Source: an optimization exercise on an open RTL-to-GDS flow (aim: small area, a short achievable clock period and few clock cycles per item). Production flows keep margins and buffers that such runs may drop. At most, simulation tests tie the RTL to the original design; equivalence was not proved. No functional check of the RTL was part of run 1. No activity file was given, so power comes from the tool's default toggle rates.

**flow/flow/run.sh**
```bash
#!/bin/bash
# Layout flow: the standard flow (standard.sh) unchanged except for two
# optimisation settings. The clock, its period and the I/O constraints are
# the design's; every port still gets a buffer.
#  - the timing repair keeps a larger setup margin, so that it sizes and
#    buffers the longest paths instead of stopping once the 30 ns clock is met;
#  - the port buffers are buf_4 cells instead of the delay cells picked by
#    default.
export SETUP_SLACK_MARGIN=22.5
export BUFFER_PORTS_ARGS="-buffer_cell sky130_fd_sc_hd__buf_4"
bash standard.sh > standard.log 2>&1
```
**flow/standard.sh**
```bash
#!/bin/bash
# synth_recipe.tcl (not shown) runs the flow's synth.tcl, then flattens the netlist and writes it again
# the make line also repeats each setting of config.mk as NAME=value (left out here)
make -C /OpenROAD-flow-scripts/flow DESIGN_CONFIG=/design/flow/config.mk WORK_HOME=/design/flow/orfs CLKGATE_MAP_FILE= SYNTH_SCRIPT=/design/flow/synth_recipe.tcl "${@:-finish}"
```
**flow/config.mk**
```make
export PLATFORM = sky130hd
export DESIGN_NAME = gen_pair
export DESIGN_NICKNAME = gen_pair
export VERILOG_FILES = /design/flow/design.v
export SDC_FILE = /design/flow/constraint.sdc
export NUM_CORES = 4
export LEC_CHECK = 0
export ABC_AREA = 1
export CAP_MARGIN = 60
export CORE_MARGIN = 2
export CORE_UTILIZATION = 45
export PLACE_DENSITY = 0.6
export SLEW_MARGIN = 60
```
**flow/constraint.sdc**
```tcl
create_clock -name core_clock -period 30.0 [get_ports {clk}]
set_input_delay 6.0000 -clock core_clock [delete_from_list [all_inputs] [get_ports {clk}]]
set_output_delay 6.0000 -clock core_clock [all_outputs]
set_load 0.01 [all_outputs]
```
**flow/design.v**
```verilog
module gen_pair (
    input  wire        clk,
    input  wire        rst,           
    input  wire        load,
    input  wire [10:0] cfg_width,     
    input  wire [31:0] cfg_p0,
    input  wire [63:0] cfg_p1,
    input  wire [63:0] cfg_p2,
    output wire [1:0]  err,           
    input  wire        beat_ready,
    output wire        beat_valid,
    output wire [63:0] beat,
    output wire [31:0] beat_addr,
    output wire [31:0] beat_step
);
    localparam [2:0] LIN_UP = 3'd0, LIN_DOWN = 3'd1, COMPLEMENT = 3'd2, GRAY = 3'd3,
                     ROW_FAST = 3'd4, COL_FAST = 3'd5, GALLOP = 3'd6, BUTTERFLY = 3'd7;
    localparam [3:0] SOLID = 4'd0, CHECKER = 4'd1, ROW_STRIPE = 4'd2, COL_STRIPE = 4'd3,
                     ADDR = 4'd4, PRBS7 = 4'd5, PRBS15 = 4'd6, PRBS23 = 4'd7, PRBS31 = 4'd8;
    wire [3:0]  d_aord     = cfg_p0[6:3];
    wire [3:0]  d_dpat     = cfg_p0[10:7];
    wire [7:0]  d_ratem1   = cfg_p0[18:11];
    wire [4:0]  d_colbits  = cfg_p0[23:19];
    wire [4:0]  d_rowbits  = cfg_p0[28:24];
    wire [2:0]  d_bankbits = cfg_p0[31:29];
    wire [31:0] d_start    = cfg_p1[31:0];
    wire [30:0] d_seed     = cfg_p1[62:32];
    wire [9:0]  d_aoff     = cfg_p2[9:0];
    wire        d_aen      = cfg_p2[10];
    wire [9:0]  d_doff     = cfg_p2[20:11];
    wire [9:0]  d_dwm1     = cfg_p2[30:21];
    wire        d_den      = cfg_p2[31];
    wire [15:0] d_step     = cfg_p2[47:32];
    wire        d_inv      = cfg_p2[48];
    wire [6:0]  d_abfull = {2'b0, d_colbits} + {2'b0, d_rowbits} + {4'b0, d_bankbits};
    wire [5:0]  d_ab     = d_abfull[5:0];
    wire [6:0]  d_ab7 = {2'b0, d_colbits} + {2'b0, d_rowbits} + {4'b0, d_bankbits};
    wire [11:0] d_wa  = {1'b0, cfg_width} - {2'b0, d_aoff};
    wire [11:0] d_wd  = {1'b0, cfg_width} + {2'b11, ~d_doff} + {2'b11, ~d_dwm1} + 12'd1;
    wire        d_ca  = d_aen && (d_wa[11] || (d_wa[10:7] == 4'd0 && d_wa[6:0] < d_ab7));
    wire        d_cd  = d_den && d_wd[11];
    wire        d_gb  = (d_aord == {1'b0, GALLOP}) || (d_aord == {1'b0, BUTTERFLY});
    wire d_ill   = d_aord[3] || (d_dpat > 4'd8) || (d_ab7 > 7'd32) ||
                   (d_gb && (d_ab7 == 7'd0 || d_ab7 > 7'd16)) || d_ca || d_cd;
    wire d_badw  = (cfg_width == 11'd0) || (cfg_width > 11'd1024);
    wire d_unsup = (cfg_width > 11'd64);
    reg  e_ill, e_badw, e_unsup;
    assign err = {!e_ill && (e_badw || e_unsup), e_ill || (!e_badw && e_unsup)};
    wire e_ok = !e_ill && !e_badw && !e_unsup;
    reg        pend;
    reg [2:0]  w_aord;
    reg [3:0]  w_dpat;
    reg [7:0]  w_ratem1;
    reg [4:0]  w_colbits;
    reg [4:0]  w_rowbits;
    reg [2:0]  w_bankbits;
    reg [31:0] w_start;
    reg [30:0] w_seed;
    reg        w_aen;
    reg [5:0]  w_aoff;
    reg        w_den;
    reg [5:0]  w_doff;
    reg [5:0]  w_dwm1;
    reg [15:0] w_step;
    reg        w_inv;
    wire commit = pend && e_ok;
    wire w_divord = (w_aord == GALLOP) || (w_aord == BUTTERFLY);
    wire [15:0] w_abs = w_step[15] ? 16'd0 - w_step : w_step;
    wire [30:0] w_s7, w_s15, w_s23, w_s31;
    assign w_s7[6:0]   = (w_seed[6:0]  == 7'd0)  ? 7'h7f       : w_seed[6:0];
    assign w_s15[14:0] = (w_seed[14:0] == 15'd0) ? 15'h7fff    : w_seed[14:0];
    assign w_s23[22:0] = (w_seed[22:0] == 23'd0) ? 23'h7fffff  : w_seed[22:0];
    assign w_s31       = (w_seed[30:0] == 31'd0) ? 31'h7fffffff : w_seed;
    genvar g;
    generate
        for (g = 7; g < 31; g = g + 1) begin : g_s7
            assign w_s7[g] = w_s7[g - 7] ^ w_s7[g - 1];
        end
        for (g = 15; g < 31; g = g + 1) begin : g_s15
            assign w_s15[g] = w_s15[g - 15] ^ w_s15[g - 1];
        end
        for (g = 23; g < 31; g = g + 1) begin : g_s23
            assign w_s23[g] = w_s23[g - 23] ^ w_s23[g - 5];
        end
    endgenerate
    wire [30:0] w_prbs = (w_dpat == PRBS7)  ? w_s7  :
                         (w_dpat == PRBS15) ? w_s15 :
                         (w_dpat == PRBS23) ? w_s23 : w_s31;
    reg [2:0]  aord;
    reg [3:0]  dpat;
    reg [7:0]  ratem1;
    reg [4:0]  colbits;
    reg [4:0]  rowbits;
    reg [5:0]  ab;
    reg [15:0] start;     
    reg        aen;
    reg [5:0]  aoff;
    reg        den;
    reg [5:0]  doff;
    reg [5:0]  dwm1;
    reg        inv;
    reg        sp;
    reg [15:0] sj;
    reg [15:0] sh;
    reg        shs;
    reg        sneg;      
    reg [31:0] x;
    reg [15:0] gj;
    reg        p;
    reg [31:0] an;
    reg [31:0] lo;
    reg [30:0] hist;
    reg        ovalid;
    reg [63:0] obeat;
    reg [31:0] oaddr;
    reg [31:0] ostep;
    reg [7:0]  rep;
    reg        last;      
    localparam [2:0] P_RUN = 3'd0, P_PRIME1 = 3'd1, P_PRIME2 = 3'd2, P_PRIME3 = 3'd3,
                     P_DIV = 3'd5, P_NEG = 3'd6;
    reg [2:0]  phase;
    reg [3:0]  cnt;
    assign beat_valid = ovalid && !pend;
    assign beat       = obeat;
    assign beat_addr  = oaddr;
    assign beat_step  = ostep;
    wire xfer    = ovalid && !pend && beat_ready && !load;
    wire adv_b   = (xfer && last) || (phase == P_PRIME3);    
    wire adv_a   = adv_b || (phase == P_PRIME1) || (phase == P_PRIME2);   
    wire [31:0] mask  = ~({32{1'b1}} << ab);
    wire is_gal = (aord == GALLOP);
    wire is_bf  = (aord == BUTTERFLY);
    wire [15:0] M = is_gal ? mask[15:0] : is_bf ? {10'd0, ab} : 16'd1;
    wire        c0    = p & sp;
    wire [16:0] m2    = {1'b0, gj} + {1'b0, sj} + {16'd0, c0};
    wire [16:0] cs_in = (phase == P_DIV) ? {sj, sh[15]} : m2;
    wire [17:0] cs_d  = {1'b0, cs_in} - {2'b0, M};
    wire        cs_ge = !cs_d[17];
    wire [16:0] cs_out = cs_ge ? cs_d[16:0] : cs_in;
    wire [31:0] xs0     = x + {{16{shs}}, sh};
    wire [31:0] xs1     = x + {{16{shs}}, sh} + 32'd1;
    wire [31:0] x_next  = (cs_ge ? xs1 : xs0) & mask;
    wire [15:0] gj_next = cs_out[15:0];
    wire        p_next  = p ^ sp;
    wire [16:0] nt   = {1'b0, sj} + {16'd0, sp};
    wire        b1   = (nt != 17'd0);
    wire [15:0] sh_neg = ~sh + {15'd0, !b1};
    wire [16:0] sj_neg = {1'b0, M} - nt;
    wire [31:0] xm = x & mask;
    wire [5:0]  rcw   = {1'b0, rowbits} + {1'b0, colbits};
    wire [32:0] wmsk  = (33'd1 << rcw) - 33'd1;
    wire [31:0] cmask = (32'd1 << colbits) - 32'd1;
    wire [31:0] a_rf  = (xm & ~wmsk[31:0]) | ((xm >> rowbits) & cmask) |
                        ((xm << colbits) & wmsk[31:0] & ~cmask);
    wire [15:0] gi    = x[15:0];
    wire [15:0] jj    = (gj >= gi) ? gj + 16'd1 : gj;
    wire [15:0] a_gal = (start + (p ? jj : gi)) & mask[15:0];
    reg [31:0] a;
    always @(*) begin
        case (aord)
            COMPLEMENT: a = p ? (xm ^ mask) : xm;
            GRAY:       a = xm ^ (xm >> 1);
            ROW_FAST:   a = a_rf;
            GALLOP:     a = {16'd0, a_gal};
            BUTTERFLY:  a = p ? xm : (xm ^ (32'd1 << gj[4:0]));
            default:    a = xm;
        endcase
    end
    wire c0b = (colbits != 5'd0) ? lo[0] : 1'b0;
    wire r0b = (rowbits != 5'd0) ? lo[colbits] : 1'b0;
    wire [31:0] r1 = an | (an << ab);       
    wire [31:0] r2 = r1 | (r1 << {ab, 1'b0});
    wire [31:0] r3 = r2 | (r2 << {ab, 2'b0});
    wire [31:0] r4 = r3 | (r3 << {ab, 3'b0});
    wire [31:0] rlo = r4 | (r4 << {ab, 4'b0});
    reg  [5:0]  s32;      
    reg  [5:0]  s32c;
    wire [31:0] rm  = {32{1'b1}} >> s32;    
    wire [31:0] rhi = ((lo >> s32) & rm) | ((lo << s32c) & ~rm);
    wire [63:0] addr_bits = {rhi, lo};
    wire [94:0] ext;
    generate
        for (g = 0; g < 31; g = g + 1) begin : g_hist
            assign ext[30 - g] = hist[g];
        end
    endgenerate
    wire p7 = (dpat == PRBS7), p15 = (dpat == PRBS15), p23 = (dpat == PRBS23);
    assign ext[31] = (p7 ? ext[3] : p15 ? ext[1] : p23 ? ext[8] : ext[0]) ^
                      (p7 ? ext[7] : p15 ? ext[3] : p23 ? ext[13] : ext[3]);
    assign ext[32] = (p7 ? ext[4] : p15 ? ext[2] : p23 ? ext[9] : ext[1]) ^
                      (p7 ? ext[8] : p15 ? ext[4] : p23 ? ext[14] : ext[4]);
    assign ext[33] = (p7 ? ext[5] : p15 ? ext[3] : p23 ? ext[10] : ext[2]) ^
                      (p7 ? ext[9] : p15 ? ext[5] : p23 ? ext[15] : ext[5]);
    assign ext[34] = (p7 ? ext[6] : p15 ? ext[4] : p23 ? ext[11] : ext[3]) ^
                      (p7 ? ext[10] : p15 ? ext[6] : p23 ? ext[16] : ext[6]);
    assign ext[35] = (p7 ? ext[7] : p15 ? ext[5] : p23 ? ext[12] : ext[4]) ^
                      (p7 ? ext[11] : p15 ? ext[7] : p23 ? ext[17] : ext[7]);
    assign ext[36] = (p7 ? ext[8] : p15 ? ext[6] : p23 ? ext[13] : ext[5]) ^
                      (p7 ? ext[12] : p15 ? ext[8] : p23 ? ext[18] : ext[8]);
    assign ext[37] = (p7 ? ext[9] : p15 ? ext[7] : p23 ? ext[14] : ext[6]) ^
                      (p7 ? ext[13] : p15 ? ext[9] : p23 ? ext[19] : ext[9]);
    assign ext[38] = (p7 ? ext[10] : p15 ? ext[8] : p23 ? ext[15] : ext[7]) ^
                      (p7 ? ext[14] : p15 ? ext[10] : p23 ? ext[20] : ext[10]);
    assign ext[39] = (p7 ? ext[11] : p15 ? ext[9] : p23 ? ext[16] : ext[8]) ^
                      (p7 ? ext[15] : p15 ? ext[11] : p23 ? ext[21] : ext[11]);
    assign ext[40] = (p7 ? ext[12] : p15 ? ext[10] : p23 ? ext[17] : ext[9]) ^
                      (p7 ? ext[16] : p15 ? ext[12] : p23 ? ext[22] : ext[12]);
    assign ext[41] = (p7 ? ext[13] : p15 ? ext[11] : p23 ? ext[18] : ext[10]) ^
                      (p7 ? ext[17] : p15 ? ext[13] : p23 ? ext[23] : ext[13]);
    assign ext[42] = (p7 ? ext[14] : p15 ? ext[12] : p23 ? ext[19] : ext[11]) ^
                      (p7 ? ext[18] : p15 ? ext[14] : p23 ? ext[24] : ext[14]);
    assign ext[43] = (p7 ? ext[15] : p15 ? ext[13] : p23 ? ext[20] : ext[12]) ^
                      (p7 ? ext[19] : p15 ? ext[15] : p23 ? ext[25] : ext[15]);
    assign ext[44] = (p7 ? ext[16] : p15 ? ext[14] : p23 ? ext[21] : ext[13]) ^
                      (p7 ? ext[20] : p15 ? ext[16] : p23 ? ext[26] : ext[16]);
    assign ext[45] = (p7 ? ext[17] : p15 ? ext[15] : p23 ? ext[22] : ext[14]) ^
                      (p7 ? ext[21] : p15 ? ext[17] : p23 ? ext[27] : ext[17]);
    assign ext[46] = (p7 ? ext[18] : p15 ? ext[16] : p23 ? ext[0] : ext[15]) ^
                      (p7 ? ext[22] : p15 ? ext[18] : p23 ? ext[10] : ext[18]);
    assign ext[47] = (p7 ? ext[19] : p15 ? ext[17] : p23 ? ext[1] : ext[16]) ^
                      (p7 ? ext[23] : p15 ? ext[19] : p23 ? ext[11] : ext[19]);
    assign ext[48] = (p7 ? ext[20] : p15 ? ext[18] : p23 ? ext[2] : ext[17]) ^
                      (p7 ? ext[24] : p15 ? ext[20] : p23 ? ext[12] : ext[20]);
    assign ext[49] = (p7 ? ext[21] : p15 ? ext[19] : p23 ? ext[3] : ext[18]) ^
                      (p7 ? ext[25] : p15 ? ext[21] : p23 ? ext[13] : ext[21]);
    assign ext[50] = (p7 ? ext[22] : p15 ? ext[20] : p23 ? ext[4] : ext[19]) ^
                      (p7 ? ext[26] : p15 ? ext[22] : p23 ? ext[14] : ext[22]);
    assign ext[51] = (p7 ? ext[23] : p15 ? ext[21] : p23 ? ext[5] : ext[20]) ^
                      (p7 ? ext[27] : p15 ? ext[23] : p23 ? ext[15] : ext[23]);
    assign ext[52] = (p7 ? ext[24] : p15 ? ext[22] : p23 ? ext[6] : ext[21]) ^
                      (p7 ? ext[28] : p15 ? ext[24] : p23 ? ext[16] : ext[24]);
    assign ext[53] = (p7 ? ext[25] : p15 ? ext[23] : p23 ? ext[7] : ext[22]) ^
                      (p7 ? ext[29] : p15 ? ext[25] : p23 ? ext[17] : ext[25]);
    assign ext[54] = (p7 ? ext[26] : p15 ? ext[24] : p23 ? ext[8] : ext[23]) ^
                      (p7 ? ext[30] : p15 ? ext[26] : p23 ? ext[18] : ext[26]);
    assign ext[55] = (p7 ? ext[27] : p15 ? ext[25] : p23 ? ext[9] : ext[24]) ^
                      (p7 ? ext[31] : p15 ? ext[27] : p23 ? ext[19] : ext[27]);
    assign ext[56] = (p7 ? ext[0] : p15 ? ext[26] : p23 ? ext[10] : ext[25]) ^
                      (p7 ? ext[8] : p15 ? ext[28] : p23 ? ext[20] : ext[28]);
    assign ext[57] = (p7 ? ext[1] : p15 ? ext[27] : p23 ? ext[11] : ext[26]) ^
                      (p7 ? ext[9] : p15 ? ext[29] : p23 ? ext[21] : ext[29]);
    assign ext[58] = (p7 ? ext[2] : p15 ? ext[28] : p23 ? ext[12] : ext[27]) ^
                      (p7 ? ext[10] : p15 ? ext[30] : p23 ? ext[22] : ext[30]);
    assign ext[59] = (p7 ? ext[3] : p15 ? ext[29] : p23 ? ext[13] : ext[28]) ^
                      (p7 ? ext[11] : p15 ? ext[31] : p23 ? ext[23] : ext[31]);
    assign ext[60] = (p7 ? ext[4] : p15 ? ext[0] : p23 ? ext[14] : ext[29]) ^
                      (p7 ? ext[12] : p15 ? ext[4] : p23 ? ext[24] : ext[32]);
    assign ext[61] = (p7 ? ext[5] : p15 ? ext[1] : p23 ? ext[15] : ext[30]) ^
                      (p7 ? ext[13] : p15 ? ext[5] : p23 ? ext[25] : ext[33]);
    assign ext[62] = (p7 ? ext[6] : p15 ? ext[2] : p23 ? ext[16] : ext[0]) ^
                      (p7 ? ext[14] : p15 ? ext[6] : p23 ? ext[26] : ext[6]);
    assign ext[63] = (p7 ? ext[7] : p15 ? ext[3] : p23 ? ext[17] : ext[1]) ^
                      (p7 ? ext[15] : p15 ? ext[7] : p23 ? ext[27] : ext[7]);
    assign ext[64] = (p7 ? ext[8] : p15 ? ext[4] : p23 ? ext[18] : ext[2]) ^
                      (p7 ? ext[16] : p15 ? ext[8] : p23 ? ext[28] : ext[8]);
    assign ext[65] = (p7 ? ext[9] : p15 ? ext[5] : p23 ? ext[19] : ext[3]) ^
                      (p7 ? ext[17] : p15 ? ext[9] : p23 ? ext[29] : ext[9]);
    assign ext[66] = (p7 ? ext[10] : p15 ? ext[6] : p23 ? ext[20] : ext[4]) ^
                      (p7 ? ext[18] : p15 ? ext[10] : p23 ? ext[30] : ext[10]);
    assign ext[67] = (p7 ? ext[11] : p15 ? ext[7] : p23 ? ext[21] : ext[5]) ^
                      (p7 ? ext[19] : p15 ? ext[11] : p23 ? ext[31] : ext[11]);
    assign ext[68] = (p7 ? ext[12] : p15 ? ext[8] : p23 ? ext[22] : ext[6]) ^
                      (p7 ? ext[20] : p15 ? ext[12] : p23 ? ext[32] : ext[12]);
    assign ext[69] = (p7 ? ext[13] : p15 ? ext[9] : p23 ? ext[23] : ext[7]) ^
                      (p7 ? ext[21] : p15 ? ext[13] : p23 ? ext[33] : ext[13]);
    assign ext[70] = (p7 ? ext[14] : p15 ? ext[10] : p23 ? ext[24] : ext[8]) ^
                      (p7 ? ext[22] : p15 ? ext[14] : p23 ? ext[34] : ext[14]);
    assign ext[71] = (p7 ? ext[15] : p15 ? ext[11] : p23 ? ext[25] : ext[9]) ^
                      (p7 ? ext[23] : p15 ? ext[15] : p23 ? ext[35] : ext[15]);
    assign ext[72] = (p7 ? ext[16] : p15 ? ext[12] : p23 ? ext[26] : ext[10]) ^
                      (p7 ? ext[24] : p15 ? ext[16] : p23 ? ext[36] : ext[16]);
    assign ext[73] = (p7 ? ext[17] : p15 ? ext[13] : p23 ? ext[27] : ext[11]) ^
                      (p7 ? ext[25] : p15 ? ext[17] : p23 ? ext[37] : ext[17]);
    assign ext[74] = (p7 ? ext[18] : p15 ? ext[14] : p23 ? ext[28] : ext[12]) ^
                      (p7 ? ext[26] : p15 ? ext[18] : p23 ? ext[38] : ext[18]);
    assign ext[75] = (p7 ? ext[19] : p15 ? ext[15] : p23 ? ext[29] : ext[13]) ^
                      (p7 ? ext[27] : p15 ? ext[19] : p23 ? ext[39] : ext[19]);
    assign ext[76] = (p7 ? ext[20] : p15 ? ext[16] : p23 ? ext[30] : ext[14]) ^
                      (p7 ? ext[28] : p15 ? ext[20] : p23 ? ext[40] : ext[20]);
    assign ext[77] = (p7 ? ext[21] : p15 ? ext[17] : p23 ? ext[31] : ext[15]) ^
                      (p7 ? ext[29] : p15 ? ext[21] : p23 ? ext[41] : ext[21]);
    assign ext[78] = (p7 ? ext[22] : p15 ? ext[18] : p23 ? ext[32] : ext[16]) ^
                      (p7 ? ext[30] : p15 ? ext[22] : p23 ? ext[42] : ext[22]);
    assign ext[79] = (p7 ? ext[23] : p15 ? ext[19] : p23 ? ext[33] : ext[17]) ^
                      (p7 ? ext[31] : p15 ? ext[23] : p23 ? ext[43] : ext[23]);
    assign ext[80] = (p7 ? ext[24] : p15 ? ext[20] : p23 ? ext[34] : ext[18]) ^
                      (p7 ? ext[32] : p15 ? ext[24] : p23 ? ext[44] : ext[24]);
    assign ext[81] = (p7 ? ext[25] : p15 ? ext[21] : p23 ? ext[35] : ext[19]) ^
                      (p7 ? ext[33] : p15 ? ext[25] : p23 ? ext[45] : ext[25]);
    assign ext[82] = (p7 ? ext[26] : p15 ? ext[22] : p23 ? ext[36] : ext[20]) ^
                      (p7 ? ext[34] : p15 ? ext[26] : p23 ? ext[46] : ext[26]);
    assign ext[83] = (p7 ? ext[27] : p15 ? ext[23] : p23 ? ext[37] : ext[21]) ^
                      (p7 ? ext[35] : p15 ? ext[27] : p23 ? ext[47] : ext[27]);
    assign ext[84] = (p7 ? ext[28] : p15 ? ext[24] : p23 ? ext[38] : ext[22]) ^
                      (p7 ? ext[36] : p15 ? ext[28] : p23 ? ext[48] : ext[28]);
    assign ext[85] = (p7 ? ext[29] : p15 ? ext[25] : p23 ? ext[39] : ext[23]) ^
                      (p7 ? ext[37] : p15 ? ext[29] : p23 ? ext[49] : ext[29]);
    assign ext[86] = (p7 ? ext[30] : p15 ? ext[26] : p23 ? ext[40] : ext[24]) ^
                      (p7 ? ext[38] : p15 ? ext[30] : p23 ? ext[50] : ext[30]);
    assign ext[87] = (p7 ? ext[31] : p15 ? ext[27] : p23 ? ext[41] : ext[25]) ^
                      (p7 ? ext[39] : p15 ? ext[31] : p23 ? ext[51] : ext[31]);
    assign ext[88] = (p7 ? ext[32] : p15 ? ext[28] : p23 ? ext[42] : ext[26]) ^
                      (p7 ? ext[40] : p15 ? ext[32] : p23 ? ext[52] : ext[32]);
    assign ext[89] = (p7 ? ext[33] : p15 ? ext[29] : p23 ? ext[43] : ext[27]) ^
                      (p7 ? ext[41] : p15 ? ext[33] : p23 ? ext[53] : ext[33]);
    assign ext[90] = (p7 ? ext[34] : p15 ? ext[30] : p23 ? ext[44] : ext[28]) ^
                      (p7 ? ext[42] : p15 ? ext[34] : p23 ? ext[54] : ext[34]);
    assign ext[91] = (p7 ? ext[35] : p15 ? ext[31] : p23 ? ext[45] : ext[29]) ^
                      (p7 ? ext[43] : p15 ? ext[35] : p23 ? ext[55] : ext[35]);
    assign ext[92] = (p7 ? ext[36] : p15 ? ext[32] : p23 ? ext[0] : ext[30]) ^
                      (p7 ? ext[44] : p15 ? ext[36] : p23 ? ext[20] : ext[36]);
    assign ext[93] = (p7 ? ext[37] : p15 ? ext[33] : p23 ? ext[1] : ext[31]) ^
                      (p7 ? ext[45] : p15 ? ext[37] : p23 ? ext[21] : ext[37]);
    assign ext[94] = (p7 ? ext[38] : p15 ? ext[34] : p23 ? ext[2] : ext[32]) ^
                      (p7 ? ext[46] : p15 ? ext[38] : p23 ? ext[22] : ext[38]);
    wire [63:0] prbs_bits = ext[94:31];
    wire [61:0] hs5 = dwm1[5] ? ext[94:33] : ext[62:1];
    wire [45:0] hs4 = dwm1[4] ? hs5[61:16] : hs5[45:0];
    wire [37:0] hs3 = dwm1[3] ? hs4[45:8]  : hs4[37:0];
    wire [33:0] hs2 = dwm1[2] ? hs3[37:4]  : hs3[33:0];
    wire [31:0] hs1 = dwm1[1] ? hs2[33:2]  : hs2[31:0];
    wire [30:0] hs0 = dwm1[0] ? hs1[31:1]  : hs1[30:0];
    wire [30:0] hist_next;
    generate
        for (g = 0; g < 31; g = g + 1) begin : g_hn
            assign hist_next[g] = hs0[30 - g];
        end
    endgenerate
    reg [63:0] pattern;
    always @(*) begin
        case (dpat)
            CHECKER:    pattern = {32{2'b10}} ^ {64{r0b ^ c0b}};
            ROW_STRIPE: pattern = {64{r0b}};
            COL_STRIPE: pattern = {64{c0b}};
            ADDR:       pattern = addr_bits;
            PRBS7, PRBS15, PRBS23, PRBS31: pattern = prbs_bits;
            default:    pattern = 64'd0;
        endcase
    end
    wire [63:0] dmask   = {64{1'b1}} >> (6'd63 - dwm1);
    wire [63:0] data    = (pattern ^ {64{inv}}) & dmask & {64{den}};
    wire [31:0] ao      = lo & mask;
    wire [63:0] a_field = aen ? ({32'd0, ao} << aoff) : 64'd0;
    wire [63:0] d_field = data << doff;
    wire [63:0] beat_nx = a_field ^ d_field;
    always @(posedge clk) begin
        case (ab)
            6'd1: begin s32 <= 6'd0; s32c <= 6'd1; end
            6'd2: begin s32 <= 6'd0; s32c <= 6'd2; end
            6'd3: begin s32 <= 6'd2; s32c <= 6'd1; end
            6'd4: begin s32 <= 6'd0; s32c <= 6'd4; end
            6'd5: begin s32 <= 6'd2; s32c <= 6'd3; end
            6'd6: begin s32 <= 6'd2; s32c <= 6'd4; end
            6'd7: begin s32 <= 6'd4; s32c <= 6'd3; end
            6'd8: begin s32 <= 6'd0; s32c <= 6'd8; end
            6'd9: begin s32 <= 6'd5; s32c <= 6'd4; end
            6'd10: begin s32 <= 6'd2; s32c <= 6'd8; end
            6'd11: begin s32 <= 6'd10; s32c <= 6'd1; end
            6'd12: begin s32 <= 6'd8; s32c <= 6'd4; end
            6'd13: begin s32 <= 6'd6; s32c <= 6'd7; end
            6'd14: begin s32 <= 6'd4; s32c <= 6'd10; end
            6'd15: begin s32 <= 6'd2; s32c <= 6'd13; end
            6'd16: begin s32 <= 6'd0; s32c <= 6'd16; end
            6'd17: begin s32 <= 6'd15; s32c <= 6'd2; end
            6'd18: begin s32 <= 6'd14; s32c <= 6'd4; end
            6'd19: begin s32 <= 6'd13; s32c <= 6'd6; end
            6'd20: begin s32 <= 6'd12; s32c <= 6'd8; end
            6'd21: begin s32 <= 6'd11; s32c <= 6'd10; end
            6'd22: begin s32 <= 6'd10; s32c <= 6'd12; end
            6'd23: begin s32 <= 6'd9; s32c <= 6'd14; end
            6'd24: begin s32 <= 6'd8; s32c <= 6'd16; end
            6'd25: begin s32 <= 6'd7; s32c <= 6'd18; end
            6'd26: begin s32 <= 6'd6; s32c <= 6'd20; end
            6'd27: begin s32 <= 6'd5; s32c <= 6'd22; end
            6'd28: begin s32 <= 6'd4; s32c <= 6'd24; end
            6'd29: begin s32 <= 6'd3; s32c <= 6'd26; end
            6'd30: begin s32 <= 6'd2; s32c <= 6'd28; end
            6'd31: begin s32 <= 6'd1; s32c <= 6'd30; end
            6'd32: begin s32 <= 6'd0; s32c <= 6'd32; end
            default: begin s32 <= 6'd0; s32c <= 6'd0; end
        endcase
    end
    always @(posedge clk) begin
        if (load) begin
            w_aord     <= d_aord[2:0];
            w_dpat     <= d_dpat;
            w_ratem1   <= d_ratem1;
            w_colbits  <= d_colbits;
            w_rowbits  <= d_rowbits;
            w_bankbits <= d_bankbits;
            w_start    <= d_start;
            w_seed     <= d_seed;
            w_aen      <= d_aen;
            w_aoff     <= d_aoff[5:0];
            w_den      <= d_den;
            w_doff     <= d_doff[5:0];
            w_dwm1     <= d_dwm1[5:0];
            w_step     <= d_step;
            w_inv      <= d_inv;
        end
    end
    always @(posedge clk) begin
        if (load || rst) begin
            e_ill   <= d_ill && !rst;
            e_badw  <= d_badw && !rst;
            e_unsup <= d_unsup && !rst;
        end
    end
    wire clr = rst || commit;            
    wire adv_run = xfer && last;         
    always @(posedge clk) begin
        if (rst) begin
            pend    <= 1'b0;
            aord    <= LIN_UP;
            dpat    <= SOLID;
            ratem1  <= 8'd0;
            colbits <= 5'd0;
            rowbits <= 5'd0;
            ab      <= 6'd0;
            start   <= 16'd0;
            aen     <= 1'b0;
            aoff    <= 6'd0;
            den     <= 1'b0;
            doff    <= 6'd0;
            dwm1    <= 6'd0;
            inv     <= 1'b0;
            ovalid  <= 1'b0;
            phase   <= P_PRIME1;       
            cnt     <= 4'd0;
        end else if (commit) begin
            pend    <= load;
            aord    <= w_aord;
            dpat    <= w_dpat;
            ratem1  <= w_ratem1;
            colbits <= w_colbits;
            rowbits <= w_rowbits;
            ab      <= {1'b0, w_colbits} + {1'b0, w_rowbits} + {3'b0, w_bankbits};
            start   <= w_start[15:0];
            aen     <= w_aen;
            aoff    <= w_aoff;
            den     <= w_den;
            doff    <= w_doff;
            dwm1    <= w_dwm1;
            inv     <= w_inv;
            ovalid  <= 1'b0;
            cnt     <= (w_divord && w_abs[15:5] == 11'd0) ? 4'd11 : 4'd0;
            phase   <= w_divord ? P_DIV : P_PRIME1;
        end else begin
            pend <= load;
            case (phase)
                P_DIV: begin
                    cnt   <= cnt + 4'd1;
                    if (cnt == 4'd14)
                        phase <= sneg ? P_NEG : P_PRIME1;
                end
                P_NEG:    phase <= P_PRIME1;
                P_PRIME1: phase <= P_PRIME2;
                P_PRIME2: phase <= P_PRIME3;
                P_PRIME3: begin
                    ovalid <= 1'b1;
                    phase  <= P_RUN;
                end
                default: ;
            endcase
        end
    end
    always @(posedge clk) begin
        if (commit) begin
            sneg    <= w_step[15];
            sj      <= 16'd0;
            if (w_divord) begin
                sp  <= w_step[0];
                shs <= 1'b0;
                sh  <= (w_abs[15:5] == 11'd0) ? {w_abs[4:0], 11'd0} : w_abs;
            end else if (w_aord == COMPLEMENT) begin
                sp  <= w_step[0];
                sh  <= {w_step[15], w_step[15:1]};
                shs <= w_step[15];
            end else if (w_aord == LIN_DOWN) begin
                sp  <= 1'b0;
                sh  <= 16'd0 - w_step;
                shs <= !w_step[15] && (w_step != 16'd0);
            end else begin
                sp  <= 1'b0;
                sh  <= w_step;
                shs <= w_step[15];
            end
        end else if (phase == P_DIV) begin
            sj    <= cs_out[15:0];
            sh    <= {(cnt == 4'd14) ? 1'b0 : sh[14], sh[13:0], cs_ge};
        end else if (phase == P_NEG) begin
            sh    <= sh_neg;
            sj    <= b1 ? sj_neg[15:0] : 16'd0;
        end
    end
    always @(posedge clk) begin
        if (commit || adv_a) begin
            x  <= commit ? ((w_aord == GALLOP) ? 32'd0 : w_start) : x_next;
            gj <= commit ? 16'd0 : gj_next;
            p  <= commit ? 1'b0 : p_next;
        end
    end
    always @(posedge clk) begin
        if (adv_a) begin
            an <= a;
            lo <= rlo;
        end
    end
    always @(posedge clk) begin
        if (commit)
            hist <= w_prbs;
        else if (adv_b)
            hist <= hist_next;
    end
    always @(posedge clk) begin
        if (adv_b) begin
            obeat <= beat_nx;
            oaddr <= ao;
        end
    end
    always @(posedge clk) begin
        if (clr || adv_run)
            ostep <= (ostep + 32'd1) & {32{!clr}};
    end
    always @(posedge clk) begin
        if (clr || xfer) begin
            rep  <= (last || clr) ? 8'd0 : rep + 8'd1;
            last <= rst ? 1'b1 : commit ? (w_ratem1 == 8'd0) :
                    last ? (ratem1 == 8'd0) : (rep + 8'd1 == ratem1);
        end
    end
endmodule
```
==> results.toml, run 1 <==
[grt]
grt_use_total_pct = 40.5
grt_first_pass_wirelength_um = 417000
overflow = 0
antenna_found_initial = 13
grt_pass1_vias = 64200
grt_max_degree = 75

[drt]
wl_per_cell_um = 25.1
drc = 0
vias = 70200
via_per_inst = 6.16
detail-route-antenna-nets = 0
drtIter0Drc = 10500
firstDrtPassIters = 9
wl_um = 286000

[die]
fp.dieW_um = 369
core_area_um2 = 132000
die-area_um2 = 136000
die_h_um = 369
initial_core_util_pct = 45.5
io_pins = 306
rows = 133

[setup_path]
crit_required_ns = 30.51
cp-end-kind = "flip-flop"
r2r_cells = 32
r2r_slack_ns = 22.95
cp_max_fo = 3
cp.arrival_ns = 8.98
worstReg2RegStart = "ab[4]"
crit_type = "input port to flip-flop"
startpoint_type = "input port"
r2r_end = "x[28]"

[synthesis]
synthFlopType = "edfxtp_1"
syn_area_per_cell_um2 = 6.23
synth-seq-cells = 534
netlist.area_leader.share_pct = 21.6
yosysTopAreaCell = "edfxtp_1"
syn_area_um2 = 60000
syn_nets = 10000
synthArstFlopShare_pct = 0
synth-edff-count = 431
synth_warnings = 1
synth_cell_types = 83
synthTopCellsByArea = "edfxtp_1, nand2_1, o21ai_0, nand3_1, inv_1"
synth_cells = 9623
yosys.cell_count.top_type = "nand2_1"
yosys-top-cells-count = "nand2_1, o21ai_0, inv_1"
seq_area_frac_synth_pct = 25.0

[cells_and_area]
drive_above_1_share_pct = 9.32
nets = 9974
nFillCells = 13700
instances_no_fill = 11400
final_util_pct = 50.6
syn_to_final_growth_pct = 11.1

[placement]
dp_slack_ns = 20.64
io_buffers = 286
dp.cells = 11300
hpwl_um = 219000
gp_congestion = 1.08

[clock_network]
htree_num_levels = 3
insertion_delay_ns = 0.71
cts.sinks = 534
hold_buffers = 0
numCtsBuffers = 68
tritoncts = "yes"
cts-root-buf = "clkbuf_16"
path_clk_slew_ns = 0.06
clockBufferDepth = 3

[worst_hold_path]
min_from = "ovalid"
whs_path_depth = 2
min_path_type = "flip-flop to flip-flop"
holdPathEnd = "ovalid"

[run_status]
status = "no timing/DRC/antenna violations"

[power_and_ir_drop]
ir_drop_v = 0.0000849
power.total_mw = 5.31
powerDensity_nw_per_um2 = 79.7
leakagePower_nw = 29.4

[sta]
setup_viol = 0
rsz0062_at_grt = "yes"
worstMarginPinSlew_ns = 0.735
fin_ws_ns = 21.53
hold_viol_final = 0
post-route-min-period_ns = 8.47
fin_skew_ns = 0.0470
slew_headroom_pct = 51.0
tns_ns = 0
fmax_ghz = 0.118
drv_slew = 0
finalCritPeriodShare_pct = 28.2

[flow_run]
maxCapViolations = 0
[state kept, by name (all words and copies together), names as in the netlist, 31 cells and up]
register	cells
obeat	64
an	32
lo	32
oaddr	32
ostep	32
w_start	32
x	32
hist	31
w_seed	31
[through the flow]
stage | hold WS, ns | instance area, µm²
finish | 0.468 | 66600
global placement | 0.453 | 63200
floorplan | 0.425 | 60100
CTS | 0.463 | 66200
detailed placement | 0.454 | 64000
global route | 0.487 | 66600
[how the worst max path moves through the flow]
stage          startpoint  endpoint  slack [ns]  depth (start not counted)
3_3_place_gp   cfg_p0[21]     e_ill       20.69                         18
2_1_floorplan  cfg_p0[20]     e_ill       21.23                         16
5_1_grt        cfg_p0[31]     e_ill       21.36                         17
6_report       cfg_p0[20]     e_ill       21.53                         17
3_5_place_dp   cfg_p0[21]     e_ill       20.64                         18
4_1_cts        cfg_p0[31]     e_ill       21.55                         17
[power by group]
group	internal (mW)	total (mW)	switching, mW
sequential	1.07	1.28	0.205
clock	0.455	0.821	0.366
combinational	1.01	3.21	2.20
total	2.54	5.31	2.77
[layout make-up]
class,count,area [µm²],area share (%)
Tap cell,1755,2200,3.29
Clock buffer,89,1870,2.81
Timing Repair Buffer,453,3670,5.51
Antenna cell,4,10.0,0.0150
Clock inverter,32,282,0.422
Multi-Input combinational cell,7587,39900,59.9
Inverter,953,3630,5.45
Sequential cell,534,15000,22.6
[cell families (layout without fill, tap and decap cells)]
family	Yosys count	in the layout	share of synthesized area, %
AO/OA/AOI/OAI	2303	2303	21.8
XOR/XNOR	275	275	4.14
adder cells (fa/ha/maj)	202	202	4.53
buffers and inverters	1504	1527	9.72
flip-flops	534	534	25.0
multiplexers	92	92	1.54
other	0	4	0
AND/OR/NAND/NOR	4713	4715	33.3
[critical path, stage by stage]
cell,delay (ns)
buf_4,0.13
fa_1,0.53
ha_1,0.15
inv_1,0.06
fa_2,0.36
o21ai_2,0.14
xnor2_1,0.20
ha_1,0.30
nand2_1,0.07
nor2_1,0.05
a2111oi_2,0.31
o2111ai_1,0.16
a21oi_1,0.12
o21ai_1,0.07
o31ai_1,0.06
nand2_1,0.10
a21oi_2,0.17
[what timing repair did]
action / in CTS / in global routing
endpoints found under the setup margin: 107 / 88
gates cloned: 1 / 1
gates resized for setup: 7 / 3
setup buffers: 4 / 12
pin swaps: 14 / 4
[metal layers]
metal | GRT usage, % | part of all wire (%) | up-vias | wire length [µm]
met5 | 0 | 0.0080 | - | 23
met4 | 25.3 | 7.5 | 4 | 21600
met3 | 5.55 | 8.9 | 853 | 25600
met2 | 64.0 | 44 | 3982 | 127000
met1 | 52.3 | 39 | 32700 | 113000
li1 | - | - | 32700 | -
[layout by cell type (no fill, tap or decap), types with 115 or more instances in the layout]
master	count
a21oi_1	488
buf_4	405
edfxtp_1	431
ha_1	177
inv_1	871
nand2_1	2538
nand3_1	865
nand4_1	130
nor2_1	795
nor3_1	115
o211ai_1	132
o21ai_0	1081
o21ai_1	126
xor2_1	170
==> inputs of run 2 (changes only) <==
--- a/flow/design.v
+++ b/flow/design.v
@@ -6,7 +6,7 @@
     input  wire [31:0] cfg_p0,
     input  wire [63:0] cfg_p1,
     input  wire [63:0] cfg_p2,
-    output wire [1:0]  err,           
+    output reg  [1:0]  err,           
     input  wire        beat_ready,
     output wire        beat_valid,
     output wire [63:0] beat,
@@ -44,9 +44,7 @@
                    (d_gb && (d_ab7 == 7'd0 || d_ab7 > 7'd16)) || d_ca || d_cd;
     wire d_badw  = (cfg_width == 11'd0) || (cfg_width > 11'd1024);
     wire d_unsup = (cfg_width > 11'd64);
-    reg  e_ill, e_badw, e_unsup;
-    assign err = {!e_ill && (e_badw || e_unsup), e_ill || (!e_badw && e_unsup)};
-    wire e_ok = !e_ill && !e_badw && !e_unsup;
+    wire [1:0] d_err = d_ill ? 2'd1 : d_badw ? 2'd2 : d_unsup ? 2'd3 : 2'd0;
     reg        pend;
     reg [2:0]  w_aord;
     reg [3:0]  w_dpat;
@@ -63,7 +61,7 @@
     reg [5:0]  w_dwm1;
     reg [15:0] w_step;
     reg        w_inv;
-    wire commit = pend && e_ok;
+    wire commit = pend && (err == 2'd0);
     wire w_divord = (w_aord == GALLOP) || (w_aord == BUTTERFLY);
     wire [15:0] w_abs = w_step[15] ? 16'd0 - w_step : w_step;
     wire [30:0] w_s7, w_s15, w_s23, w_s31;
@@ -399,17 +397,11 @@
             w_inv      <= d_inv;
         end
     end
-    always @(posedge clk) begin
-        if (load || rst) begin
-            e_ill   <= d_ill && !rst;
-            e_badw  <= d_badw && !rst;
-            e_unsup <= d_unsup && !rst;
-        end
-    end
     wire clr = rst || commit;            
     wire adv_run = xfer && last;         
     always @(posedge clk) begin
         if (rst) begin
+            err     <= 2'd0;
             pend    <= 1'b0;
             aord    <= LIN_UP;
             dpat    <= SOLID;
@@ -429,6 +421,7 @@
             cnt     <= 4'd0;
         end else if (commit) begin
             pend    <= load;
+            err     <= load ? d_err : 2'd0;
             aord    <= w_aord;
             dpat    <= w_dpat;
             ratem1  <= w_ratem1;
@@ -447,6 +440,8 @@
             phase   <= w_divord ? P_DIV : P_PRIME1;
         end else begin
             pend <= load;
+            if (load)
+                err <= d_err;
             case (phase)
                 P_DIV: begin
                     cnt   <= cnt + 4'd1;
==> flow/run.sh (new file) <==
#!/bin/bash
# synth_recipe.tcl (not shown) runs the flow's synth.tcl, then flattens the netlist and writes it again
# the make line also repeats each setting of config.mk as NAME=value (left out here)
make -C /OpenROAD-flow-scripts/flow DESIGN_CONFIG=/design/flow/config.mk WORK_HOME=/design/flow/orfs CLKGATE_MAP_FILE= SYNTH_SCRIPT=/design/flow/synth_recipe.tcl finish
removed: flow/flow/run.sh
removed: flow/standard.sh
==> run 2 against run 1 <==
  * Still clean on timing, DRC and antenna
  * Utilization is 0.34 points higher
  * Sequential power hardly changed
  * First-iteration DRC count increased by 6.4%
  * Via count rose by 1.7%
  * Setup slack lost 0.89 ns
  * Area after synthesis fell by 0.24%
  * Critical endpoint is now err[1]
  * Highest routed layer unchanged
==> results.toml, run 2 <==
[run_status]
status = "no timing/DRC/antenna violations"

[setup_path]
worstReg2RegStart = "ab[5]"
cp.arrival_ns = 9.92
cp_max_fo = 4
startpoint_type = "input port"
r2r_slack_ns = 22.63
crit_chain = "clkdlybuf4s50_1, fa_1, ha_1, nand2_1, nor2_1, a211oi_1, xor2_1, ha_1, nand2_1, nor2_1, a211o_1, a21oi_1, o22ai_1, a211oi_1, o221ai_1, o32ai_1, a211o_1, a21oi_1, nand2_1, a21oi_1"
r2r_cells = 39
crit_type = "input port to flip-flop"
crit_required_ns = 30.57
critPathMaxStageDelay_ns = 0.53
r2r_end = "x[28]"
critical-path-slowest-cell = "clkdlybuf4s50_1"
cp-end-kind = "flip-flop"

[clock_network]
insertion_delay_ns = 0.73
hold_buffers = 0
cts.sinks = 533
tritoncts = "yes"
post-cts-setup-buffers = 0
path_clk_slew_ns = 0.06
htree_num_levels = 3
clockBufferDepth = 3
numCtsBuffers = 66
cts-root-buf = "clkbuf_16"
ctsResizeCount = 0

[grt]
grt_max_degree = 82
grt_first_pass_wirelength_um = 427000
grt_pass1_vias = 64100
overflow = 0
antenna_found_initial = 17
grt_use_total_pct = 42.0

[cells_and_area]
syn_to_final_growth_pct = 12.1
nets = 9994
design_area_um2 = 67100
layout_commonest_cell = "nand2_1"
largest_reg_flops = 64
final_cell_mix = "nand2_1, o21ai_0, inv_1, nand3_1, nor2_1"
drive_above_1_share_pct = 6.22
regMostFlops = "obeat"

[placement]
io_buffers = 286
dp_slack_ns = 20.06
gp_congestion = 1.08
dpl_cell_area_um2 = 64500
hpwl_um = 233000

[sta]
fin_ws_ns = 20.65
slew_headroom_pct = 53.7
tns_ns = 0
whs_ns = 0.458
drv_slew = 0
hold_viol_final = 0
rsz0062_at_grt = "no"
fin_skew_ns = 0.0804
finalCritPeriodShare_pct = 31.2
post-route-min-period_ns = 9.35
fmax_ghz = 0.107
setup_viol = 0
worstMarginPinSlew_ns = 0.692

[worst_hold_path]
min_from = "an[0]"
whs_path_depth = 0
min_path_type = "flip-flop to flip-flop"
holdPathEnd = "lo[0]"

[die]
initial_core_util_pct = 45.4
die_h_um = 369
rows = 133
io_pins = 306
die-area_um2 = 136000
fp.dieW_um = 369
core_area_um2 = 132000

[synthesis]
synthArstFlopShare_pct = 0
synthFlopType = "edfxtp_1"
netlist.area_leader.share_pct = 21.5
seq_area_frac_synth_pct = 25.0
synth_warnings = 1
syn_area_per_cell_um2 = 6.20
synthTopCellsByArea = "edfxtp_1, nand2_1, o21ai_0, nand3_1, inv_1"
yosysTopAreaCell = "edfxtp_1"
syn_area_um2 = 59800
yosys-top-cells-count = "nand2_1, o21ai_0, inv_1"
syn_nets = 10000
synth-edff-count = 428
synth-seq-cells = 533
synth_cells = 9646
synth_cell_types = 82
yosys.cell_count.top_type = "nand2_1"

[drt]
via_per_inst = 6.25
vias = 71400
drc = 0
firstDrtPassIters = 9
wl_um = 298000
drtIter0Drc = 11100
wl_per_cell_um = 26.0
detail-route-antenna-nets = 0

[power_and_ir_drop]
powerDensity_nw_per_um2 = 84.2
power.total_mw = 5.65
leakagePower_nw = 29.3
ir_drop_v = 0.000101

[flow_run]
maxCapViolations = 0
run 2: worst max-delay path, delay by kind of cell:
family | cells | cell delay, ns
AO/OA/AOI/OAI | 10 | 1.62
XOR/XNOR | 1 | 0.32
adder cells (fa/ha/maj) | 3 | 1.16
buffers and inverters | 1 | 0.53
AND/OR/NAND/NOR | 5 | 0.29
run 2: worst max-delay path by stage:
| stage | startpoint | end |
|---|---|---|
| after floorplan | load | an[0] |
| after global placement | cfg_p0[21] | err[1] |
| after detailed placement | cfg_p0[21] | err[1] |
| after CTS | cfg_p0[21] | err[1] |
| after global routing | cfg_p0[21] | err[1] |
| final | cfg_p0[21] | err[1] |
run 2: cells by family (layout without fill, tap and decap cells):
group | count (synthesis) | count (layout) | synth area share [%]
AND/OR/NAND/NOR | 4768 | 4768 | 33.6
AO/OA/AOI/OAI | 2253 | 2253 | 21.4
buffers and inverters | 1526 | 1550 | 9.82
flip-flops | 533 | 533 | 25.0
XOR/XNOR | 269 | 269 | 4.00
adder cells (fa/ha/maj) | 202 | 202 | 4.54
multiplexers | 95 | 95 | 1.59
other | 0 | 5 | 0
run 2: metrics by stage:
stage          utilization (%)  std cells
2_1_floorplan                -       9646
3_3_place_gp              48.4      11300
3_5_place_dp              49.0      11300
4_1_cts                   50.7      11400
5_1_grt                   50.9      11400
6_report                  50.9      11400
run 2: where the power goes:
part | switching (mW) | total (mW) | internal [mW]
sequential | 0.235 | 1.31 | 1.08
combinational | 2.44 | 3.50 | 1.06
clock | 0.370 | 0.838 | 0.467
run 2: per-layer routing:
metal  GRT usage [%]  vias up  part of all wire [%]
met1            57.0    33100                    40
met4            20.2       16                   5.7
met5               0        -                 0.033
li1                -    32700                     -
met2            61.2     4793                    41
met3            11.8      835                    13
run 2: cell type report:
type	instances	area, µm²
tap	1755	2200
fill	13600	64700
antenna	5	12.5
multi-input combinational	7587	39700
sequential	533	15000
timing repair buffer	442	4210
clock inverter	36	369
clock buffer	85	1870
inverter	987	3730
Testbench counts of run 2, summed over its fixed seeds: cycles 51,358, beats 48,947.
==> inputs of run 3 (changes only) <==
--- a/flow/design.v
+++ b/flow/design.v
@@ -6,7 +6,7 @@
     input  wire [31:0] cfg_p0,
     input  wire [63:0] cfg_p1,
     input  wire [63:0] cfg_p2,
-    output reg  [1:0]  err,           
+    output wire [1:0]  err,           
     input  wire        beat_ready,
     output wire        beat_valid,
     output wire [63:0] beat,
@@ -32,8 +32,6 @@
     wire        d_den      = cfg_p2[31];
     wire [15:0] d_step     = cfg_p2[47:32];
     wire        d_inv      = cfg_p2[48];
-    wire [6:0]  d_abfull = {2'b0, d_colbits} + {2'b0, d_rowbits} + {4'b0, d_bankbits};
-    wire [5:0]  d_ab     = d_abfull[5:0];
     wire [6:0]  d_ab7 = {2'b0, d_colbits} + {2'b0, d_rowbits} + {4'b0, d_bankbits};
     wire [11:0] d_wa  = {1'b0, cfg_width} - {2'b0, d_aoff};
     wire [11:0] d_wd  = {1'b0, cfg_width} + {2'b11, ~d_doff} + {2'b11, ~d_dwm1} + 12'd1;
@@ -44,7 +42,9 @@
                    (d_gb && (d_ab7 == 7'd0 || d_ab7 > 7'd16)) || d_ca || d_cd;
     wire d_badw  = (cfg_width == 11'd0) || (cfg_width > 11'd1024);
     wire d_unsup = (cfg_width > 11'd64);
-    wire [1:0] d_err = d_ill ? 2'd1 : d_badw ? 2'd2 : d_unsup ? 2'd3 : 2'd0;
+    reg  e_ill, e_badw, e_unsup;
+    assign err = {!e_ill && (e_badw || e_unsup), e_ill || (!e_badw && e_unsup)};
+    wire e_ok = !e_ill && !e_badw && !e_unsup;
     reg        pend;
     reg [2:0]  w_aord;
     reg [3:0]  w_dpat;
@@ -61,7 +61,7 @@
     reg [5:0]  w_dwm1;
     reg [15:0] w_step;
     reg        w_inv;
-    wire commit = pend && (err == 2'd0);
+    wire commit = pend && e_ok;
     wire w_divord = (w_aord == GALLOP) || (w_aord == BUTTERFLY);
     wire [15:0] w_abs = w_step[15] ? 16'd0 - w_step : w_step;
     wire [30:0] w_s7, w_s15, w_s23, w_s31;
@@ -106,7 +106,6 @@
     reg [15:0] gj;
     reg        p;
     reg [31:0] an;
-    reg [31:0] lo;
     reg [30:0] hist;
     reg        ovalid;
     reg [63:0] obeat;
@@ -114,7 +113,7 @@
     reg [31:0] ostep;
     reg [7:0]  rep;
     reg        last;      
-    localparam [2:0] P_RUN = 3'd0, P_PRIME1 = 3'd1, P_PRIME2 = 3'd2, P_PRIME3 = 3'd3,
+    localparam [2:0] P_RUN = 3'd0, P_PRIME1 = 3'd1, P_PRIME2 = 3'd2,
                      P_DIV = 3'd5, P_NEG = 3'd6;
     reg [2:0]  phase;
     reg [3:0]  cnt;
@@ -123,8 +122,8 @@
     assign beat_addr  = oaddr;
     assign beat_step  = ostep;
     wire xfer    = ovalid && !pend && beat_ready && !load;
-    wire adv_b   = (xfer && last) || (phase == P_PRIME3);    
-    wire adv_a   = adv_b || (phase == P_PRIME1) || (phase == P_PRIME2);   
+    wire adv_b   = (xfer && last) || (phase == P_PRIME2);    
+    wire adv_a   = adv_b || (phase == P_PRIME1);             
     wire [31:0] mask  = ~({32{1'b1}} << ab);
     wire is_gal = (aord == GALLOP);
     wire is_bf  = (aord == BUTTERFLY);
@@ -166,14 +165,14 @@
     end
     wire c0b = (colbits != 5'd0) ? lo[0] : 1'b0;
     wire r0b = (rowbits != 5'd0) ? lo[colbits] : 1'b0;
-    wire [31:0] r1 = an | (an << ab);       
+    wire [31:0] r1 = an | (an << ab);
     wire [31:0] r2 = r1 | (r1 << {ab, 1'b0});
     wire [31:0] r3 = r2 | (r2 << {ab, 2'b0});
     wire [31:0] r4 = r3 | (r3 << {ab, 3'b0});
-    wire [31:0] rlo = r4 | (r4 << {ab, 4'b0});
+    wire [31:0] lo  = r4 | (r4 << {ab, 4'b0});
     reg  [5:0]  s32;      
     reg  [5:0]  s32c;
-    wire [31:0] rm  = {32{1'b1}} >> s32;    
+    wire [31:0] rm  = {32{1'b1}} >> s32;
     wire [31:0] rhi = ((lo >> s32) & rm) | ((lo << s32c) & ~rm);
     wire [63:0] addr_bits = {rhi, lo};
     wire [94:0] ext;
@@ -397,11 +396,17 @@
             w_inv      <= d_inv;
         end
     end
+    always @(posedge clk) begin
+        if (load || rst) begin
+            e_ill   <= d_ill && !rst;
+            e_badw  <= d_badw && !rst;
+            e_unsup <= d_unsup && !rst;
+        end
+    end
     wire clr = rst || commit;            
     wire adv_run = xfer && last;         
     always @(posedge clk) begin
         if (rst) begin
-            err     <= 2'd0;
             pend    <= 1'b0;
             aord    <= LIN_UP;
             dpat    <= SOLID;
@@ -421,7 +426,6 @@
             cnt     <= 4'd0;
         end else if (commit) begin
             pend    <= load;
-            err     <= load ? d_err : 2'd0;
             aord    <= w_aord;
             dpat    <= w_dpat;
             ratem1  <= w_ratem1;
@@ -440,8 +444,6 @@
             phase   <= w_divord ? P_DIV : P_PRIME1;
         end else begin
             pend <= load;
-            if (load)
-                err <= d_err;
             case (phase)
                 P_DIV: begin
                     cnt   <= cnt + 4'd1;
@@ -450,8 +452,7 @@
                 end
                 P_NEG:    phase <= P_PRIME1;
                 P_PRIME1: phase <= P_PRIME2;
-                P_PRIME2: phase <= P_PRIME3;
-                P_PRIME3: begin
+                P_PRIME2: begin
                     ovalid <= 1'b1;
                     phase  <= P_RUN;
                 end
@@ -496,10 +497,8 @@
         end
     end
     always @(posedge clk) begin
-        if (adv_a) begin
+        if (adv_a)
             an <= a;
-            lo <= rlo;
-        end
     end
     always @(posedge clk) begin
         if (commit)
==> run 3 against run 2 <==
  * Non-clock buffer count increased by 28
  * Count of clock-buffer cells in the layout decreased by 13
  * Clock skew decreased by 0.019 ns
  * Critical endpoint is now e_ill
  * Largest power group unchanged
  * Utilization decreased by 0.18 points
  * Sequential power decreased by 13%
==> results.toml, run 3 <==
[run_status]
status = "no timing/DRC/antenna violations"

[grt]
overflow = 0
grt_max_degree = 86
grt_first_pass_wirelength_um = 439000
antenna_found_initial = 31
grt_use_total_pct = 42.9
grt_pass1_vias = 66200

[synthesis]
synth-xor-area-share_pct = 4.41
synth.mux.area_fraction_pct = 0.899
synthArstFlopShare_pct = 0
netlist.area_leader.share_pct = 19.9
synth_cell_types = 73
synthTopCellsByArea = "edfxtp_1, nand2_1, nand3_1, o21ai_0, inv_1"
seq_area_frac_synth_pct = 23.4
synth_top_family_by_area = "simple AND/OR/NAND/NOR gates"
synth-seq-cells = 502
yosys-top-cells-count = "nand2_1, nand3_1, inv_1"
synth_compound_area_share_pct = 18.7
yosys.cell_count.top_type = "nand2_1"
synthSimpleGateAreaFrac_pct = 38.2
syn_area_um2 = 60100
syn_nets = 10300
synth_cells = 9928
synthFlopType = "edfxtp_1"
synthAdderAreaFrac_pct = 4.52
synth_warnings = 1
yosysTopAreaCell = "edfxtp_1"
synth-edff-count = 399
syn_area_per_cell_um2 = 6.06

[cells_and_area]
final_cell_mix = "nand2_1, nand3_1, inv_1, o21ai_0, nor2_1"
nFillCells = 13800
syn_to_final_growth_pct = 12.2
layout_commonest_cell = "nand2_1"
regMostFlops = "obeat"
nets = 10300
largest_reg_flops = 64
drive_above_1_share_pct = 5.74

[clock_network]
numCtsBuffers = 58
cts.sinks = 502
tritoncts = "yes"
insertion_delay_ns = 0.72
cts-root-buf = "clkbuf_16"
ctsResizeCount = 0
post-cts-setup-buffers = 0
htree_num_levels = 2
hold_buffers = 0
clockBufferDepth = 3
path_clk_slew_ns = 0.06

[drt]
wl_per_cell_um = 26.1
drc = 0
via_per_inst = 6.34
detail-route-antenna-nets = 0
wl_um = 305000
vias = 74200
drtIter0Drc = 12100
firstDrtPassIters = 8

[die]
die-area_um2 = 137000
initial_core_util_pct = 45.2
die_h_um = 370
io_pins = 306
fp.dieW_um = 370
rows = 134
core_area_um2 = 133000

[power_and_ir_drop]
powerDensity_nw_per_um2 = 71.0
leakagePower_nw = 29.9
ir_drop_v = 0.000136
power.total_mw = 4.79
p_switching_mw = 2.49
swShare_pct = 51.9
power.internal_mw = 2.30
seq_power_share_pct = 23.7
combPwrFrac_pct = 60.6
pwr-share-clk_pct = 15.7

[setup_path]
crit_type = "input port to flip-flop"
path_buf_inv = 1
cp-end-kind = "flip-flop"
crit_required_ns = 30.55
startpoint_type = "input port"
cp_top_family = "adder cells"
critPathMaxStageDelay_ns = 0.60
cp.arrival_ns = 9.55
crit_chain = "clkdlybuf4s50_1, fa_1, ha_1, nand2_1, nor2_1, a211oi_1, xor2_1, ha_1, nand2_1, a211o_1, o2111ai_1, o41ai_1, nand3_1, a31oi_1"
critical-path-slowest-cell = "clkdlybuf4s50_1"
cp_max_fo = 2

[sta]
worstMarginPinSlew_ns = 0.731
whs_ns = 0.473
tns_ns = 0
fmax_ghz = 0.111
rsz0062_at_grt = "no"
fin_skew_ns = 0.0613
post-route-min-period_ns = 9.00
finalCritPeriodShare_pct = 30.0
hold_viol_final = 0
slew_headroom_pct = 51.3
setup_viol = 0
drv_slew = 0

[flow_run]
maxCapViolations = 0

[placement]
io_buffers = 286
gp_congestion = 1.08
hpwl_um = 235000

[worst_hold_path]
min_path_type = "flip-flop to flip-flop"
-- run 3: power groups by stage --
| stage | registers [mW] | clock network (mW) | logic, mW |
|---|---|---|---|
| after detailed placement | 1.14 | 0 | 2.77 |
| after global placement | 1.14 | 0 | 2.68 |
| after global routing | 1.14 | 0.785 | 3.17 |
| final | 1.14 | 0.752 | 2.90 |
| after CTS | 1.13 | 0.762 | 2.79 |
| after floorplan | 1.07 | 0 | 1.91 |
-- run 3: path summary, 6_finish.rpt --
path,from,end,slack [ns],cells after the start
worst min-delay path,ovalid,ovalid,0.47,2
worst max-delay path,cfg_p0[26],e_ill,21.00,14
worst min register to register,ovalid,ovalid,0.47,2
worst max register to register,ab[0],obeat[4],21.10,39
-- run 3: worst register-to-register path: cells and delay by family, from the launching register on --
family                    cells  cell delay, ns
AOI/OAI and AO/OA             4            1.09
DFF                           1            0.31
xor gates and xnor gates      1            0.17
and+or+nand+nor              27            4.67
buffers and inverters         7            2.40
-- run 3: logic make-up (layout without fill, tap and decap cells) --
group | after synthesis | count (layout)
flops | 502 | 502
fa+ha+maj | 202 | 202
buf+inv | 1560 | 1562
mux | 54 | 54
simple gates | 5352 | 5352
compound gates | 1961 | 1961
other cells | 0 | 17
xor+xnor | 297 | 297
-- run 3: per-stage QoR --
step / util (%) / worst slack (ns) / cells / instance area [µm²]
after floorplan: - / 19.80 / 9928 / 60100
after global placement: 48.4 / 20.13 / 11600 / 64300
after detailed placement: 49.0 / 20.25 / 11600 / 65200
after CTS: 50.5 / 21.00 / 11700 / 67200
after global routing: 50.7 / 20.69 / 11700 / 67400
final: 50.7 / 21.00 / 11700 / 67400
-- run 3: routing by layer --
metal / global-route usage (%) / wire [µm]
met5: 0 / 352
met4: 19.3 / 16600
met3: 13.1 / 41500
met2: 61.3 / 124000
met1: 58.7 / 123000
-- run 3: cell type report --
cell class,instances,area (µm²),share of cell area [%]
diodes,17,42.5,0.0631
clock buffers,72,1550,2.30
clock inverters,38,447,0.662
inverters,982,3720,5.52
multi-input cells,7866,41000,60.8
flip-flops and latches,502,14100,20.8
well taps,1768,2210,3.28
repair buffers,470,4420,6.56
Testbench counts of run 3, summed over its fixed seeds: cycles 51,038, beats 48,947.

port drivers added, routing unchanged:
No port has a modelled driver above. Below, the same layouts with a new extraction and two added sets of constraints.
Step 1 assumes that a clkbuf_16 drives the clock port and a buf_2 every other input.
Step 2 times the ports against the registers' clock, not the clock port: input delays grow and output delays shrink by t, the midpoint of the rising clock arrivals with the driver on.
Slacks: ideal / step 1 / step 2; pairs: ideal / step 1.
run	t, ns	slack for setup (ns)	hold WS [ns]	clock arrival spread, ns
run 1	0.768	21.534 / 21.591 / 20.823	0.468 / 0.468 / 0.468	0.048 / 0.048
run 2	0.772	20.647 / 20.707 / 19.935	0.458 / 0.458 / 0.458	0.080 / 0.080
run 3	0.781	21.001 / 21.067 / 20.286	0.473 / 0.473 / 0.473	0.066 / 0.067
After both steps setup and hold are still met in every run listed. For run 3, which loses most, drivers alone change the setup slack by +0.066 ns; drivers and shift together by -0.715 ns.
